This design comes from an exercise in tuning for small area, a short achievable clock period and few clock cycles per item on the open sky130 flow, not from production work.

==> inputs of build 19 <==
Design dtc_core, start of the top module:
module dtc_core (
    input  wire               clk,
    input  wire               rst,           
    input  wire               start,
    input  wire signed [15:0] ia,
    input  wire signed [15:0] ib,
    input  wire signed [15:0] ic,
    input  wire        [11:0] vms,
    input  wire               model_en,
    input  wire signed [15:0] cos_th,
    input  wire signed [15:0] sin_th,
    input  wire signed [23:0] t_ref,
    input  wire signed [23:0] f_ref,
    input  wire        [15:0] rs,
    input  wire        [15:0] kv,
    input  wire        [15:0] ld,
    input  wire        [15:0] lq,
    input  wire signed [23:0] psi_pm,
    input  wire        [14:0] model_gain,
    input  wire        [15:0] tq_gain,
    input  wire        [15:0] i_max,
    input  wire        [22:0] t_max,
    input  wire signed [23:0] f_min,
    input  wire signed [23:0] f_max,
    input  wire        [22:0] ht,
    input  wire        [22:0] hf,
    output wire               ready,
    output reg                done,
    output reg         [2:0]  vec,
    output reg  signed [23:0] t_est,
    output reg         [23:0] f_est,
    output reg         [1:0]  tq_code,
    output reg                fx_code,
    output reg         [2:0]  sector,
    output reg                cur_lim,
    output reg                ref_lim,
    output reg                sense_fault,
    output reg         [15:0] switches
);
clock: 15.0 ns
lec_check: 0
abc_clock_period_in_ps: 6000
cap_margin: 20
core_margin: 2
core_utilization: 40
place_density: 0.6
setup_slack_margin: 5
slew_margin: 20
run.sh (not shown) runs the stock make flow with config.mk's settings and CLKGATE_MAP_FILE= SYNTH_SCRIPT=/design/flow/synth_recipe.tcl, a recipe that flattens the netlist after the stock synthesis.
==> inputs of build 54, as changes to build 19 <==
--- a/flow/design.v
+++ b/flow/design.v
@@ -75,53 +75,12 @@
             else if (n > 5'sd6)
                 wrap6 = n - 5'sd6;
             else
                 wrap6 = n[2:0];
         end
     endfunction
-    function [49:0] sqr24;
-        input [23:0] y;
-        input        s;
-        integer i;
-        reg [49:0] acc;
-        begin
-            acc = s ? {25'd0, y, 1'b1} : 50'd0;
-            for (i = 0; i < 24; i = i + 1)
-                acc = acc + ((({26'd0, y} >> (i + 1)) & {50{y[i]}}) << (2 * i + 2))
-                          + ({49'd0, y[i]} << (2 * i));
-            sqr24 = acc;
-        end
-    endfunction
-    function [47:0] booth;
-        input signed [24:0] a;
-        input signed [16:0] b;
-        input               ng;
-        integer i;
-        reg [18:0] bx;
-        reg [26:0] ax, sl, y;
-        reg [2:0]  d;
-        reg        n;
-        reg [47:0] acc;
-        begin
-            bx  = {b[16], b, 1'b0};
-            ax  = {{2{a[24]}}, a};
-            acc = 48'd0;
-            for (i = 0; i < 9; i = i + 1) begin
-                d  = bx[2 * i +: 3];
-                sl = (d[1] ^ d[0]) ? ax
-                   : (d == 3'b100 || d == 3'b011) ? {ax[25:0], 1'b0} : 27'd0;
-                n  = (d[2] & ~(d[1] & d[0])) ^ ng;
-                y  = sl ^ {27{n}};
-                acc = acc + ({21'd0, ~y[26], y[25:0]} << (2 * i))
-                          + ({47'd0, n} << (2 * i));
-            end
-            booth = acc;
-        end
-    endfunction
-    localparam [47:0] BK  = 48'hfaaa_ac00_0000;
-    localparam [47:0] BK2 = 48'hf555_5800_0000;
     function [23:0] clampu24;
         input signed [26:0] v;
         begin
             if (v[26])
                 clampu24 = 24'd0;
             else if (v[25:24] != 2'b00)
@@ -247,18 +206,14 @@
         u1_a0 = 24'sd0; u1_b0 = 17'sd0; u1_a1 = 24'sd0; u1_b1 = 17'sd0;
         u2_a0 = 24'sd0; u2_b0 = 17'sd0; u2_a1 = 24'sd0; u2_b1 = 17'sd0;
         u3_a = 25'sd0; u3_b = 17'sd0; u3_c = 42'sd0;
         u4_a = 25'sd0; u4_b = 17'sd0; u4_c = 42'sd0;
         case (ph)
             2'd0: begin
-                u1_a0 = c_sal;   u1_b0 = 17'sd21845;
-                u2_a0 = c_sbe;   u2_b0 = 17'sd37837;
                 u3_a = {13'd0, c_vms};
                 u3_b = {1'b0, c_kv};
-                u4_a = {9'd0, c_imax};
-                u4_b = 17'sd6554;
             end
             2'd1: begin
                 u1_a0 = fr_ial;  u1_b0 = c_cos;
                 u1_a1 = fr_ibe;  u1_b1 = c_sin;
                 u2_a0 = fr_ibe;  u2_b0 = c_cos;
                 u2_a1 = fr_ial;  u2_b1 = fr_nsin;
@@ -279,37 +234,32 @@
                 u2_a1 = fr_pcq;  u2_b1 = c_cos;
                 u3_a = c_hi; u3_b = {1'b0, b_tqg};
                 u4_a = fr_ial; u4_b = {1'b0, c_rs};
             end
         endcase
     end
-    wire        [47:0] z1 = booth(u1_a0, u1_b0, 1'b0) + booth(u1_a1, u1_b1, 1'b0) + BK2;
-    wire        [47:0] z2 = booth(u2_a0, u2_b0, 1'b0) + booth(u2_a1, u2_b1, 1'b0) + BK2;
-    wire        [47:0] z3 = booth(u3_a, u3_b, 1'b0) + {{6{u3_c[41]}}, u3_c} + BK;
-    wire        [47:0] z4 = booth(u4_a, u4_b, 1'b0) + {{6{u4_c[41]}}, u4_c} + BK;
-    wire signed [41:0] y1 = z1[41:0];
-    wire signed [41:0] y2 = z2[41:0];
-    wire signed [41:0] y3 = z3[41:0];
-    wire signed [41:0] y4 = z4[41:0];
-    reg         [16:0] fr_thr;
-    reg                fr_sense;
+    wire signed [41:0] y1 = u1_a0 * u1_b0 + u1_a1 * u1_b1;
+    wire signed [41:0] y2 = u2_a0 * u2_b0 + u2_a1 * u2_b1;
+    wire signed [41:0] y3 = u3_a * u3_b + u3_c;
+    wire signed [41:0] y4 = u4_a * u4_b + u4_c;
+    wire signed [35:0] p_ial = c_sal * 18'sd21845;
+    wire signed [35:0] p_ibe = c_sbe * 18'sd37837;
+    wire        [32:0] p_thr = c_imax * 17'd6554;
     wire        [17:0] a_sum = c_isum[17] ? -c_isum : c_isum;
+    wire               w_sense = a_sum > {1'b0, p_thr[32:16]};
     wire signed [26:0] w_a1 = (2 * c_flim - $signed({1'b0, c_hf}) + 1) >>> 1;
     wire signed [26:0] w_t2 = (2 * c_flim + $signed({1'b0, c_hf}) + 2) >>> 1;
     wire        [31:0] p_v3 = fr_vstep * 17'd21845;
     wire        [32:0] p_vq = fr_vstep * 17'd37837;
     always @(posedge clk) begin
         if (ph == 2'd0) begin
-            fr_ial   <= y1 >>> 16;
-            fr_ibe   <= y2 >>> 16;
+            fr_ial   <= p_ial >>> 16;
+            fr_ibe   <= p_ibe >>> 16;
             fr_nsin  <= -c_sin;
             fr_vstep <= y3[27:12];
         end
-        fr_thr <= y4[32:16];
-        if (ph == 2'd1)
-            fr_sense <= a_sum > {1'b0, fr_thr};
         fr_id  <= y1 >>> 15;
         fr_iq  <= y2 >>> 15;
         fr_pcd <= sat24(y3 >>> 12);
         fr_pcq <= y4 >>> 12;
         fr_rbe <= y2 >>> 12;
         if (ph == 2'd3) begin
@@ -325,13 +275,13 @@
             b_tqg   <= c_tqg;
             b_a1    <= clampu24(w_a1);
             b_t2    <= clampu24(w_t2);
             b_tlim  <= c_tlim;
             b_ht    <= c_ht;
             b_cur   <= c_cur;
-            b_sense <= fr_sense;
+            b_sense <= w_sense;
             b_rlim  <= c_rlim;
         end
     end
     wire signed [25:0] e_t  = k_tlim - t_new;
     wire signed [25:0] ht_s = {3'b000, k_ht};
     reg         [1:0]  tq_nx;
@@ -384,15 +334,13 @@
     wire signed [17:0] v_al  = u_al * $signed({1'b0, b_v3});
     wire signed [17:0] v_be  = u_be * $signed({1'b0, b_vq});
     wire signed [47:0] w_pval = psi_al + v_al - b_ral;
     wire signed [47:0] w_pvbe = psi_be + v_be - b_rbe;
     wire signed [23:0] w_pv_al = sat24(w_pval);
     wire signed [23:0] w_pv_be = sat24(w_pvbe);
-    wire signed [41:0] pbe_x = psi_be;
-    wire signed [41:0] p_y3 = (pbe_x <<< 16) - (pbe_x <<< 13) - (pbe_x <<< 9)
-                              - (pbe_x <<< 6) - (pbe_x <<< 3) - (pbe_x <<< 2);
+    wire signed [41:0] p_y3 = psi_be * 18'sd56756;
     wire signed [26:0] y3s  = p_y3 >>> 15;
     wire signed [26:0] sx   = psi_al;
     wire signed [26:0] sp   = sx - y3s;
     wire signed [26:0] sqq  = sx + y3s;
     reg         [2:0]  w_sec;
     always @(*) begin
@@ -408,39 +356,32 @@
             w_sec = 3'd5;
         else if (sx >= 0 && sqq < 0)
             w_sec = 3'd6;
         else
             w_sec = 3'd1;
     end
-    reg  [47:0] sq_a, sq_b;
-    wire        sa_s = (ph == 2'd2) ? psi_al[23] : 1'b0;
-    wire        sb_s = (ph == 2'd2) ? psi_be[23] : 1'b0;
-    wire [23:0] sa_y = (ph == 2'd2) ? {1'b0, psi_al[22:0] ^ {23{psi_al[23]}}} : b_a1;
-    wire [23:0] sb_y = (ph == 2'd2) ? {1'b0, psi_be[22:0] ^ {23{psi_be[23]}}} : b_t2;
-    wire [49:0] sq_add = (ph == 2'd2) ? 50'd0 : ({2'b11, ~sq_a} + {2'b11, ~sq_b} + 50'd1);
-    wire [49:0] za = sqr24(sa_y, sa_s) + sq_add;
-    wire [49:0] zb = sqr24(sb_y, sb_s) + sq_add;
+    wire signed [47:0] w_sq = psi_al * psi_al + psi_be * psi_be;
+    wire        [47:0] q1   = b_a1 * b_a1;
+    wire        [47:0] q2   = b_t2 * b_t2;
     always @(posedge clk) begin
         pv_al <= w_pv_al;
         pv_be <= w_pv_be;
         d_al  <= b_pcal - w_pv_al;
         d_be  <= b_pcbe - w_pv_be;
         if (ph == 2'd1 && v2) begin
             psi_al <= y3 >>> 15;
             psi_be <= y4 >>> 15;
         end
         c_hi <= y1 >>> 16;
-        sq_a <= za[47:0];
-        sq_b <= zb[47:0];
-        if (ph == 2'd3)
-            sq <= sq_a + sq_b;
-        if (ph == 2'd2)
+        if (ph == 2'd2) begin
+            sq    <= w_sq;
             sec_n <= w_sec;
+        end
         t_new  <= sat24(y3 >>> 12);
-        f_lt1  <= ~za[49];
-        f_ge2  <= zb[49];
+        f_lt1  <= sq < q1;
+        f_ge2  <= sq >= q2;
         k_tlim <= b_tlim;
         k_ht   <= b_ht;
         k_cur  <= b_cur;
         k_sense <= b_sense;
         k_rlim <= b_rlim;
         if (rst) begin
@@ -503,43 +444,43 @@
     endfunction
     reg  [24:0] ra_rem;
     reg  [11:0] ra_root;
     reg  [24:0] rb_rem;
     reg  [23:0] rb_root;
     reg  [23:0] rb_s;
-    wire [5:0]  sa_bits = (ph == 2'd0) ? sq[47:42] : (ph == 2'd1) ? sq[41:36]
-                        : (ph == 2'd2) ? sq[35:30] : sq[29:24];
-    wire [24:0] sa_rin  = (ph == 2'd0) ? 25'd0 : ra_rem;
-    wire [23:0] sa_qin  = (ph == 2'd0) ? 24'd0 : {12'd0, ra_root};
+    wire [5:0]  sa_bits = (ph == 2'd3) ? sq[47:42] : (ph == 2'd0) ? sq[41:36]
+                        : (ph == 2'd1) ? sq[35:30] : sq[29:24];
+    wire [24:0] sa_rin  = (ph == 2'd3) ? 25'd0 : ra_rem;
+    wire [23:0] sa_qin  = (ph == 2'd3) ? 24'd0 : {12'd0, ra_root};
     wire [36:0] sa_out  = sqrt3(sa_rin, sa_qin, sa_bits);
     wire [5:0]  sb_bits = rb_s[23:18];
-    wire [24:0] sb_rin  = (ph == 2'd0) ? ra_rem : rb_rem;
-    wire [23:0] sb_qin  = (ph == 2'd0) ? {12'd0, ra_root} : rb_root;
+    wire [24:0] sb_rin  = (ph == 2'd3) ? ra_rem : rb_rem;
+    wire [23:0] sb_qin  = (ph == 2'd3) ? {12'd0, ra_root} : rb_root;
     wire [36:0] sb_out  = sqrt3(sb_rin, sb_qin, sb_bits);
     always @(posedge clk) begin
         ra_rem  <= sa_out[36:12];
         ra_root <= sa_out[11:0];
         rb_rem  <= sb_out[36:12];
         rb_root <= {sb_qin[20:0], sb_out[2:0]};
-        rb_s    <= (ph == 2'd3) ? sq[23:0] : {rb_s[17:0], 6'd0};
+        rb_s    <= (ph == 2'd2) ? sq[23:0] : {rb_s[17:0], 6'd0};
     end
     always @(posedge clk) begin
         if (rst) begin
             done <= 1'b0;
         end else begin
-            done <= (ph == 2'd3) && v4;
+            done <= (ph == 2'd2) && v4;
         end
         if (ph == 2'd0 && v4) begin
             vec         <= s_vec;
             tq_code     <= s_tq;
             fx_code     <= s_fx;
             switches    <= s_sw;
             sense_fault <= s_sf;
             t_est       <= h_test;
             sector      <= h_sec;
             cur_lim     <= h_cur;
             ref_lim     <= h_rlim;
         end
-        if (ph == 2'd3 && v4)
+        if (ph == 2'd2 && v4)
             f_est <= {sb_qin[20:0], sb_out[2:0]};
     end
 endmodule
ABC_CLOCK_PERIOD_IN_PS = unset   (was 6000)
SETUP_SLACK_MARGIN = unset   (was 5)
==> comparison <==
Build 19 completed and failed the layout checks on setup timing. Build 54 completed and failed the layout checks on setup timing.
Against build 54, the fmax of build 19 is higher by 0.66%.
In build 19 the die area is smaller than in build 54, by about 30%.
Global-route usage: build 54 is lower than build 19 (2.4 points).
Between build 19 and build 54, the lower wire length is in build 19 (gap 20%, measured against build 54).
Against build 54, the synthesized cell count of build 19 is smaller by 26%.
Against build 54, the sequential share of layout area of build 19 is higher by 5.2 points.
Of build 19 and build 54, build 54 has the higher non-clock buffer count (gap 75).
==> figures <==
item                                                                    build 54         build 19
Result of the run                                                failed layout checks  failed layout checks
Violated checks                                                     setup timing     setup timing
Final design utilization                                                   0.447            0.459
Share of the final layout cell area in sequential cells                    0.117            0.168
Xor and xnor area share after synthesis                                   0.0331           0.0958
Seq/Total Area, Yosys                                                      0.130            0.192
Path depth of the worst reg2reg path                                          96               86
Synthesized-area fraction occupied by ao, oa, aoi and oai cells           0.0746            0.150
Total track usage                                                          0.269            0.293
Worst Clk Skew                                                          0.142 ns         0.101 ns
EDFF count, synth                                                            835              836
Placed Cells incl. Taps                                                   36,448           26,748
Met3 WL                                                                  71.1 mm          71.0 mm
Core outline area                                                    649,000 um2      464,000 um2
Final setup TNS                                                        -22.40 ns        -17.09 ns
Cell area after synthesis                                            260,000 um2      186,000 um2
Estimated wirelength of the detail-placed design                          741 mm           563 mm
Area of all placed cells without fillers                             290,000 um2      213,000 um2
No run of this note included a check of the RTL's function; only the layout flow was run.

* * *

==> run a: inputs <==
Another version of the RTL of dtc_core (not shown whole).
// dtc_core
module dtc_core (
    input  wire               clk,
    input  wire               rst,           
    input  wire               start,
    input  wire signed [15:0] ia,
    input  wire signed [15:0] ib,
    input  wire signed [15:0] ic,
    input  wire        [11:0] vms,
    input  wire               model_en,
    input  wire signed [15:0] cos_th,
    input  wire signed [15:0] sin_th,
    input  wire signed [23:0] t_ref,
    input  wire signed [23:0] f_ref,
    input  wire        [15:0] rs,
    input  wire        [15:0] kv,
    input  wire        [15:0] ld,
    input  wire        [15:0] lq,
    input  wire signed [23:0] psi_pm,
    input  wire        [14:0] model_gain,
    input  wire        [15:0] tq_gain,
    input  wire        [15:0] i_max,
    input  wire        [22:0] t_max,
    input  wire signed [23:0] f_min,
    input  wire signed [23:0] f_max,
    input  wire        [22:0] ht,
    input  wire        [22:0] hf,
    output wire               ready,
    output reg                done,
    output wire        [2:0]  vec,
    output wire signed [23:0] t_est,
    output reg         [23:0] f_est,
    output wire        [1:0]  tq_code,
    output wire               fx_code,
    output wire        [2:0]  sector,
    output wire               cur_lim,
    output wire               ref_lim,
    output wire               sense_fault,
    output wire        [15:0] switches
);
    function signed [23:0] sat24;
        input signed [47:0] v;
        begin
  ...
export LEC_CHECK = 0
export CAP_MARGIN = 20
export CORE_MARGIN = 2
export CORE_UTILIZATION = 40
export PLACE_DENSITY = 0.6
export SLEW_MARGIN = 20
create_clock -name core_clock -period 15.0 [get_ports {clk}]
standard.sh (not shown) runs the stock make flow with config.mk's settings and CLKGATE_MAP_FILE= SYNTH_SCRIPT=/design/flow/synth_recipe.tcl, a recipe that flattens the netlist after the stock synthesis.
==> flow/flow/run.sh <==
#!/bin/bash
# The standard layout (the standard.sh, unchanged synthesis, floorplan,
# placement, clock tree and routing) with a tighter target for the timing
# repair: the resizer works until the setup slack at the design's clock
# period is at least 7 ns. The constraints and the clock are the design's.
set -euo pipefail
bash standard.sh SETUP_SLACK_MARGIN=7 finish > standard.log 2>&1
==> run b: changes against run a <==
--- a/flow/design.v
+++ b/flow/design.v
@@ -150,48 +150,44 @@
     wire signed [23:0] w_tlim = w_thi ? w_tmax : w_tlo ? w_ntmax : t_ref;
     wire               w_flo  = f_ref < f_min;
     wire               w_fhi  = f_ref > f_max;
     wire               w_fmm  = f_min > f_max;
     wire               w_feq  = f_ref == f_max;
     wire signed [23:0] w_flim = w_flo ? (w_fmm ? f_max : f_min) : (w_fhi ? f_max : f_ref);
     wire               w_rlim = w_thi | w_tlo | w_fhi | (w_flo & ~w_feq);
-    reg signed [17:0] c_sal;
-    reg        [17:0] c_aisum;
+    reg signed [17:0] c_sal, c_isum;
     reg signed [16:0] c_sbe;
     reg               c_cur, c_rlim, c_men;
     reg signed [23:0] c_tlim, c_flim, c_pm;
     reg        [11:0] c_vms;
     reg        [15:0] c_kv, c_rs, c_ld, c_lq, c_tqg, c_imax;
-    wire       [17:0] w_aisum = w_isum[17] ? -w_isum : w_isum;
-    always @(posedge clk) begin
-        c_sal   <= w_sal;
-        c_sbe   <= w_sbe;
-        c_aisum <= w_aisum;
-        c_vms   <= vms;
-        c_kv    <= kv;
-        c_imax  <= i_max;
-    end
     reg signed [15:0] c_cos, c_sin;
     reg        [14:0] c_g;
     reg        [22:0] c_ht, c_hf;
     always @(posedge clk) begin
         if (rdy) begin
+            c_sal  <= w_sal;
+            c_sbe  <= w_sbe;
+            c_isum <= w_isum;
             c_cur  <= w_cur;
             c_tlim <= w_tlim;
             c_flim <= w_flim;
             c_rlim <= w_rlim;
+            c_vms  <= vms;
+            c_kv   <= kv;
             c_men  <= model_en;
             c_cos  <= cos_th;
             c_sin  <= sin_th;
             c_rs   <= rs;
             c_ld   <= ld;
             c_lq   <= lq;
             c_pm   <= psi_pm;
             c_g    <= model_gain;
             c_tqg  <= tq_gain;
+            c_imax <= i_max;
             c_ht   <= ht;
             c_hf   <= hf;
         end
     end
     reg signed [16:0] fr_ial, fr_ibe;
     reg        [15:0] fr_vstep;
     reg signed [17:0] fr_id, fr_iq;
@@ -261,41 +257,40 @@
                             | ({17{q3[2]}} & {1'b0, c_ld}) | ({17{q3[3]}} & {1'b0, b_tqg});
     wire signed [41:0] u3_c = ({42{q3[1]}} & {{3{pv_al[23]}}, pv_al, 15'd0})
                             | ({42{q3[2]}} & {{6{c_pm[23]}}, c_pm, 12'd0});
     wire signed [24:0] u4_a = ({25{q4[0]}} & {9'd0, c_imax}) | ({25{q4[1]}} & d_be)
                             | ({25{q4[2]}} & e_iq) | ({25{q4[3]}} & e_ial4);
     wire signed [16:0] u4_b = ({17{q4[0]}} & 17'sd6554) | ({17{q4[1]}} & {2'b00, b_g})
                             | ({17{q4[2]}} & {1'b0, c_lq}) | ({17{q4[3]}} & e_rs);
-    wire signed [41:0] u4_c = ({42{q4[1]}} & {{3{pv_be[23]}}, pv_be, 15'd0})
-                            | ({42{q4[0]}} & {8'd0, c_aisum, 16'd0});
-    wire               u4_n = q4[0];
+    wire signed [41:0] u4_c = ({42{q4[1]}} & {{3{pv_be[23]}}, pv_be, 15'd0});
     wire        [47:0] z1, z2, z3, z4;
     dtc_mul2 u_m1 (.a0(u1_a0), .b0(u1_b0), .a1(u1_a1), .b1(u1_b1), .n1(u1_n1), .y(z1));
     dtc_mul2 u_m2 (.a0(u2_a0), .b0(u2_b0), .a1(u2_a1), .b1(u2_b1), .n1(u2_n1), .y(z2));
-    dtc_mul1 u_m3 (.a(u3_a), .b(u3_b), .n(1'b0), .c(u3_c), .y(z3));
-    dtc_mul1 u_m4 (.a(u4_a), .b(u4_b), .n(u4_n), .c(u4_c), .y(z4));
+    dtc_mul1 u_m3 (.a(u3_a), .b(u3_b), .c(u3_c), .y(z3));
+    dtc_mul1 u_m4 (.a(u4_a), .b(u4_b), .c(u4_c), .y(z4));
     wire signed [41:0] y1 = z1[41:0];
     wire signed [41:0] y2 = z2[41:0];
     wire signed [41:0] y3 = z3[41:0];
     wire signed [41:0] y4 = z4[41:0];
+    reg         [16:0] fr_thr;
     reg                fr_sense;
+    wire        [17:0] a_sum = c_isum[17] ? -c_isum : c_isum;
     wire signed [26:0] w_a1 = (2 * c_flim - $signed({1'b0, c_hf}) + 1) >>> 1;
     wire signed [26:0] w_t2 = (2 * c_flim + $signed({1'b0, c_hf}) + 2) >>> 1;
     wire        [31:0] p_v3 = fr_vstep * 17'd21845;
-    wire        [32:0] vs_x = fr_vstep;
-    wire        [32:0] p_vq = (vs_x << 15) + (vs_x << 12) + (vs_x << 10) - (vs_x << 6)
-                            + (vs_x << 4) - (vs_x << 2) + vs_x;
+    wire        [32:0] p_vq = fr_vstep * 17'd37837;
     always @(posedge clk) begin
         if (qe[0]) begin
             fr_ial   <= y1 >>> 16;
             fr_ibe   <= y2 >>> 16;
             fr_vstep <= y3[27:12];
         end
-        if (qe[0])
-            fr_sense <= ~y4[41] & (y4 != 42'sd0);
+        fr_thr <= y4[32:16];
+        if (qe[1])
+            fr_sense <= a_sum > {1'b0, fr_thr};
         fr_id  <= y1 >>> 15;
         fr_iq  <= y2 >>> 15;
         fr_pcd <= sat24(y3 >>> 12);
         fr_pcq <= y4 >>> 12;
         if (qe[2])
             fr_rbe <= y2 >>> 12;
         b_pcal  <= sat24(y1 >>> 15);
@@ -1246,15 +1241,14 @@
     localparam [47:0] BK  = 48'hfaaa_ac00_0000;
     localparam [47:0] BK2 = 48'hf555_5800_0000;
     assign y = booth(a0, b0, 1'b0) + booth(a1, b1, n1) + BK2;
 endmodule
 module dtc_mul1 (
     input  wire signed [24:0] a,
     input  wire signed [16:0] b,
-    input  wire               n,
     input  wire signed [41:0] c,
     output wire        [47:0] y
 );
     function [47:0] booth;
         input signed [24:0] a;
         input signed [16:0] b;
         input               ng;
@@ -1278,9 +1272,9 @@
                           + ({47'd0, n} << (2 * i));
             end
             booth = acc;
         end
     endfunction
     localparam [47:0] BK  = 48'hfaaa_ac00_0000;
     localparam [47:0] BK2 = 48'hf555_5800_0000;
-    assign y = booth(a, b, n) + {{6{c[41]}}, c} + BK;
+    assign y = booth(a, b, 1'b0) + {{6{c[41]}}, c} + BK;
 endmodule
==> flow/run.sh (new file) <==
#!/bin/bash
# synth_recipe.tcl (not shown) runs the flow's synth.tcl, then flattens the netlist and writes it again
# the make line also repeats each setting of config.mk as NAME=value (left out here)
make -C /OpenROAD-flow-scripts/flow DESIGN_CONFIG=/design/flow/config.mk WORK_HOME=/design/flow/orfs CLKGATE_MAP_FILE= SYNTH_SCRIPT=/design/flow/synth_recipe.tcl finish
- ABC_CLOCK_PERIOD_IN_PS: default -> 6000
- CORE_UTILIZATION: 40 -> 60
- PLACE_DENSITY: 0.6 -> 0.75
- SETUP_SLACK_MARGIN: default -> 5
removed: flow/flow/run.sh
removed: flow/standard.sh
==> run c: changes against run a <==
--- a/flow/design.v
+++ b/flow/design.v
@@ -150,48 +150,44 @@
     wire signed [23:0] w_tlim = w_thi ? w_tmax : w_tlo ? w_ntmax : t_ref;
     wire               w_flo  = f_ref < f_min;
     wire               w_fhi  = f_ref > f_max;
     wire               w_fmm  = f_min > f_max;
     wire               w_feq  = f_ref == f_max;
     wire signed [23:0] w_flim = w_flo ? (w_fmm ? f_max : f_min) : (w_fhi ? f_max : f_ref);
     wire               w_rlim = w_thi | w_tlo | w_fhi | (w_flo & ~w_feq);
-    reg signed [17:0] c_sal;
-    reg        [17:0] c_aisum;
+    reg signed [17:0] c_sal, c_isum;
     reg signed [16:0] c_sbe;
     reg               c_cur, c_rlim, c_men;
     reg signed [23:0] c_tlim, c_flim, c_pm;
     reg        [11:0] c_vms;
     reg        [15:0] c_kv, c_rs, c_ld, c_lq, c_tqg, c_imax;
-    wire       [17:0] w_aisum = w_isum[17] ? -w_isum : w_isum;
-    always @(posedge clk) begin
-        c_sal   <= w_sal;
-        c_sbe   <= w_sbe;
-        c_aisum <= w_aisum;
-        c_vms   <= vms;
-        c_kv    <= kv;
-        c_imax  <= i_max;
-    end
     reg signed [15:0] c_cos, c_sin;
     reg        [14:0] c_g;
     reg        [22:0] c_ht, c_hf;
     always @(posedge clk) begin
         if (rdy) begin
+            c_sal  <= w_sal;
+            c_sbe  <= w_sbe;
+            c_isum <= w_isum;
             c_cur  <= w_cur;
             c_tlim <= w_tlim;
             c_flim <= w_flim;
             c_rlim <= w_rlim;
+            c_vms  <= vms;
+            c_kv   <= kv;
             c_men  <= model_en;
             c_cos  <= cos_th;
             c_sin  <= sin_th;
             c_rs   <= rs;
             c_ld   <= ld;
             c_lq   <= lq;
             c_pm   <= psi_pm;
             c_g    <= model_gain;
             c_tqg  <= tq_gain;
+            c_imax <= i_max;
             c_ht   <= ht;
             c_hf   <= hf;
         end
     end
     reg signed [16:0] fr_ial, fr_ibe;
     reg        [15:0] fr_vstep;
     reg signed [17:0] fr_id, fr_iq;
@@ -261,41 +257,40 @@
                             | ({17{q3[2]}} & {1'b0, c_ld}) | ({17{q3[3]}} & {1'b0, b_tqg});
     wire signed [41:0] u3_c = ({42{q3[1]}} & {{3{pv_al[23]}}, pv_al, 15'd0})
                             | ({42{q3[2]}} & {{6{c_pm[23]}}, c_pm, 12'd0});
     wire signed [24:0] u4_a = ({25{q4[0]}} & {9'd0, c_imax}) | ({25{q4[1]}} & d_be)
                             | ({25{q4[2]}} & e_iq) | ({25{q4[3]}} & e_ial4);
     wire signed [16:0] u4_b = ({17{q4[0]}} & 17'sd6554) | ({17{q4[1]}} & {2'b00, b_g})
                             | ({17{q4[2]}} & {1'b0, c_lq}) | ({17{q4[3]}} & e_rs);
-    wire signed [41:0] u4_c = ({42{q4[1]}} & {{3{pv_be[23]}}, pv_be, 15'd0})
-                            | ({42{q4[0]}} & {8'd0, c_aisum, 16'd0});
-    wire               u4_n = q4[0];
+    wire signed [41:0] u4_c = ({42{q4[1]}} & {{3{pv_be[23]}}, pv_be, 15'd0});
     wire        [47:0] z1, z2, z3, z4;
     dtc_mul2 u_m1 (.a0(u1_a0), .b0(u1_b0), .a1(u1_a1), .b1(u1_b1), .n1(u1_n1), .y(z1));
     dtc_mul2 u_m2 (.a0(u2_a0), .b0(u2_b0), .a1(u2_a1), .b1(u2_b1), .n1(u2_n1), .y(z2));
-    dtc_mul1 u_m3 (.a(u3_a), .b(u3_b), .n(1'b0), .c(u3_c), .y(z3));
-    dtc_mul1 u_m4 (.a(u4_a), .b(u4_b), .n(u4_n), .c(u4_c), .y(z4));
+    dtc_mul1 u_m3 (.a(u3_a), .b(u3_b), .c(u3_c), .y(z3));
+    dtc_mul1 u_m4 (.a(u4_a), .b(u4_b), .c(u4_c), .y(z4));
     wire signed [41:0] y1 = z1[41:0];
     wire signed [41:0] y2 = z2[41:0];
     wire signed [41:0] y3 = z3[41:0];
     wire signed [41:0] y4 = z4[41:0];
+    reg         [16:0] fr_thr;
     reg                fr_sense;
+    wire        [17:0] a_sum = c_isum[17] ? -c_isum : c_isum;
     wire signed [26:0] w_a1 = (2 * c_flim - $signed({1'b0, c_hf}) + 1) >>> 1;
     wire signed [26:0] w_t2 = (2 * c_flim + $signed({1'b0, c_hf}) + 2) >>> 1;
     wire        [31:0] p_v3 = fr_vstep * 17'd21845;
-    wire        [32:0] vs_x = fr_vstep;
-    wire        [32:0] p_vq = (vs_x << 15) + (vs_x << 12) + (vs_x << 10) - (vs_x << 6)
-                            + (vs_x << 4) - (vs_x << 2) + vs_x;
+    wire        [32:0] p_vq = fr_vstep * 17'd37837;
     always @(posedge clk) begin
         if (qe[0]) begin
             fr_ial   <= y1 >>> 16;
             fr_ibe   <= y2 >>> 16;
             fr_vstep <= y3[27:12];
         end
-        if (qe[0])
-            fr_sense <= ~y4[41] & (y4 != 42'sd0);
+        fr_thr <= y4[32:16];
+        if (qe[1])
+            fr_sense <= a_sum > {1'b0, fr_thr};
         fr_id  <= y1 >>> 15;
         fr_iq  <= y2 >>> 15;
         fr_pcd <= sat24(y3 >>> 12);
         fr_pcq <= y4 >>> 12;
         if (qe[2])
             fr_rbe <= y2 >>> 12;
         b_pcal  <= sat24(y1 >>> 15);
@@ -1246,15 +1241,14 @@
     localparam [47:0] BK  = 48'hfaaa_ac00_0000;
     localparam [47:0] BK2 = 48'hf555_5800_0000;
     assign y = booth(a0, b0, 1'b0) + booth(a1, b1, n1) + BK2;
 endmodule
 module dtc_mul1 (
     input  wire signed [24:0] a,
     input  wire signed [16:0] b,
-    input  wire               n,
     input  wire signed [41:0] c,
     output wire        [47:0] y
 );
     function [47:0] booth;
         input signed [24:0] a;
         input signed [16:0] b;
         input               ng;
@@ -1278,9 +1272,9 @@
                           + ({47'd0, n} << (2 * i));
             end
             booth = acc;
         end
     endfunction
     localparam [47:0] BK  = 48'hfaaa_ac00_0000;
     localparam [47:0] BK2 = 48'hf555_5800_0000;
-    assign y = booth(a, b, n) + {{6{c[41]}}, c} + BK;
+    assign y = booth(a, b, 1'b0) + {{6{c[41]}}, c} + BK;
 endmodule
==> flow/run.sh (new file) <==
#!/bin/bash
# synth_recipe.tcl (not shown) runs the flow's synth.tcl, then flattens the netlist and writes it again
# the make line also repeats each setting of config.mk as NAME=value (left out here)
make -C /OpenROAD-flow-scripts/flow DESIGN_CONFIG=/design/flow/config.mk WORK_HOME=/design/flow/orfs CLKGATE_MAP_FILE= SYNTH_SCRIPT=/design/flow/synth_recipe.tcl finish
- ABC_CLOCK_PERIOD_IN_PS: default -> 6000
- SETUP_SLACK_MARGIN: default -> 5
removed: flow/flow/run.sh
removed: flow/standard.sh
==> notes <==
Against run a, the die area of run c is higher by about 0.3%. Between run a and run b, the lower synthesized cell count is in run b (gap about 0.65%, measured against run b). The lowest cell count belongs to run b, the highest to run a. Worst hold slack, highest first: run b, run c, run a. Run a went through all stages and came out clean. Run c went through all stages and came out clean. Run b ran to the end with no violations. Sequential share of layout area: run a < run c < run b. The lowest via count belongs to run c, the highest to run a. Count of clock-buffer cells in the layout is the same in run a and run b. Utilization: run b > run a > run c.
==> figures <==
| item | run a | run b | run c |
|---|---|---|---|
| Outcome | finished clean | finished clean | finished clean |
| Peak per-stage delay on the critical path | 0.72 ns | 0.64 ns | 0.71 ns |
| Total met2 wirelength after detailed routing | 312,000 um | 275,500 um | 287,200 um |
| Sum of routed wire segments on met1 | 277,600 um | 240,100 um | 277,900 um |
| Min-Delay Startpoint | b_rlim | b_cur | b_cur |
| Routed wire length on met3 | 75,270 um | 98,110 um | 78,870 um |
| Clock network area share | 0.02415 | 0.02509 | 0.02580 |
| Number of enable-type register cells in the synthesized netlist | 622 | 719 | 719 |
| Number of vias per cell | 5.721 | 6.315 | 5.702 |
| Count of different cell masters after synthesis | 114 | 97 | 97 |
| Total inserted antenna cells | 67 | 57 | 33 |
| Reg2reg path depth | 40 | 47 | 38 |
| Area taken by multi-input logic gates | 0.1437 mm^2 | 0.1373 mm^2 | 0.1376 mm^2 |
| Area enclosed by the die boundary | 0.4568 mm^2 | 0.3063 mm^2 | 0.4582 mm^2 |
| Final Net Count | 25,580 | 24,900 | 24,910 |
| Met1 layer usage reported by global route | 0.3806 | 0.5312 | 0.3848 |
| Post-CTS Setup Repair Bufs | 681 | 299 | 241 |
No run of this note included a check of the RTL's function; only the layout flow was run.

-- what the ideal ports hide --
How much do the figures lean on ideal ports? The routed layouts below were timed once more, with nothing changed but the port constraints.
Step 1 sets driving cells, clkbuf_16 on the clock port and buf_2 on the other inputs (assumed; they add their load-dependent delay and slew).
Step 2 times the ports against the registers' clock, not the clock port: input delays grow and output delays shrink by t, the midpoint of the rising clock arrivals with the driver on.
Slacks: ideal / step 1 / step 2; pairs: ideal / step 1.
| run | shift t [ns] | setup slack, ns | worst hold slack (ns) | slew at the worst register clock pin (ns) | cell pins on the clock port's net |
|---|---|---|---|---|---|
| build 19 | 1.000 | -1.044 / -1.044 / -1.044 | 0.334 / 0.334 / 0.334 | 0.08 / 0.08 | 1 |
| build 54 | 1.113 | -1.149 / -1.149 / -1.149 | 0.323 / 0.323 / 0.323 | 0.07 / 0.07 | 1 |
| run a | 1.022 | 3.519 / 3.519 / 3.519 | 0.342 / 0.342 / 0.342 | 0.08 / 0.08 | 1 |
| run b | 0.994 | 4.069 / 4.069 / 4.069 | 0.352 / 0.352 / 0.352 | 0.07 / 0.07 | 1 |
| run c | 1.012 | 4.092 / 4.092 / 4.092 | 0.344 / 0.344 / 0.344 | 0.07 / 0.07 | 1 |
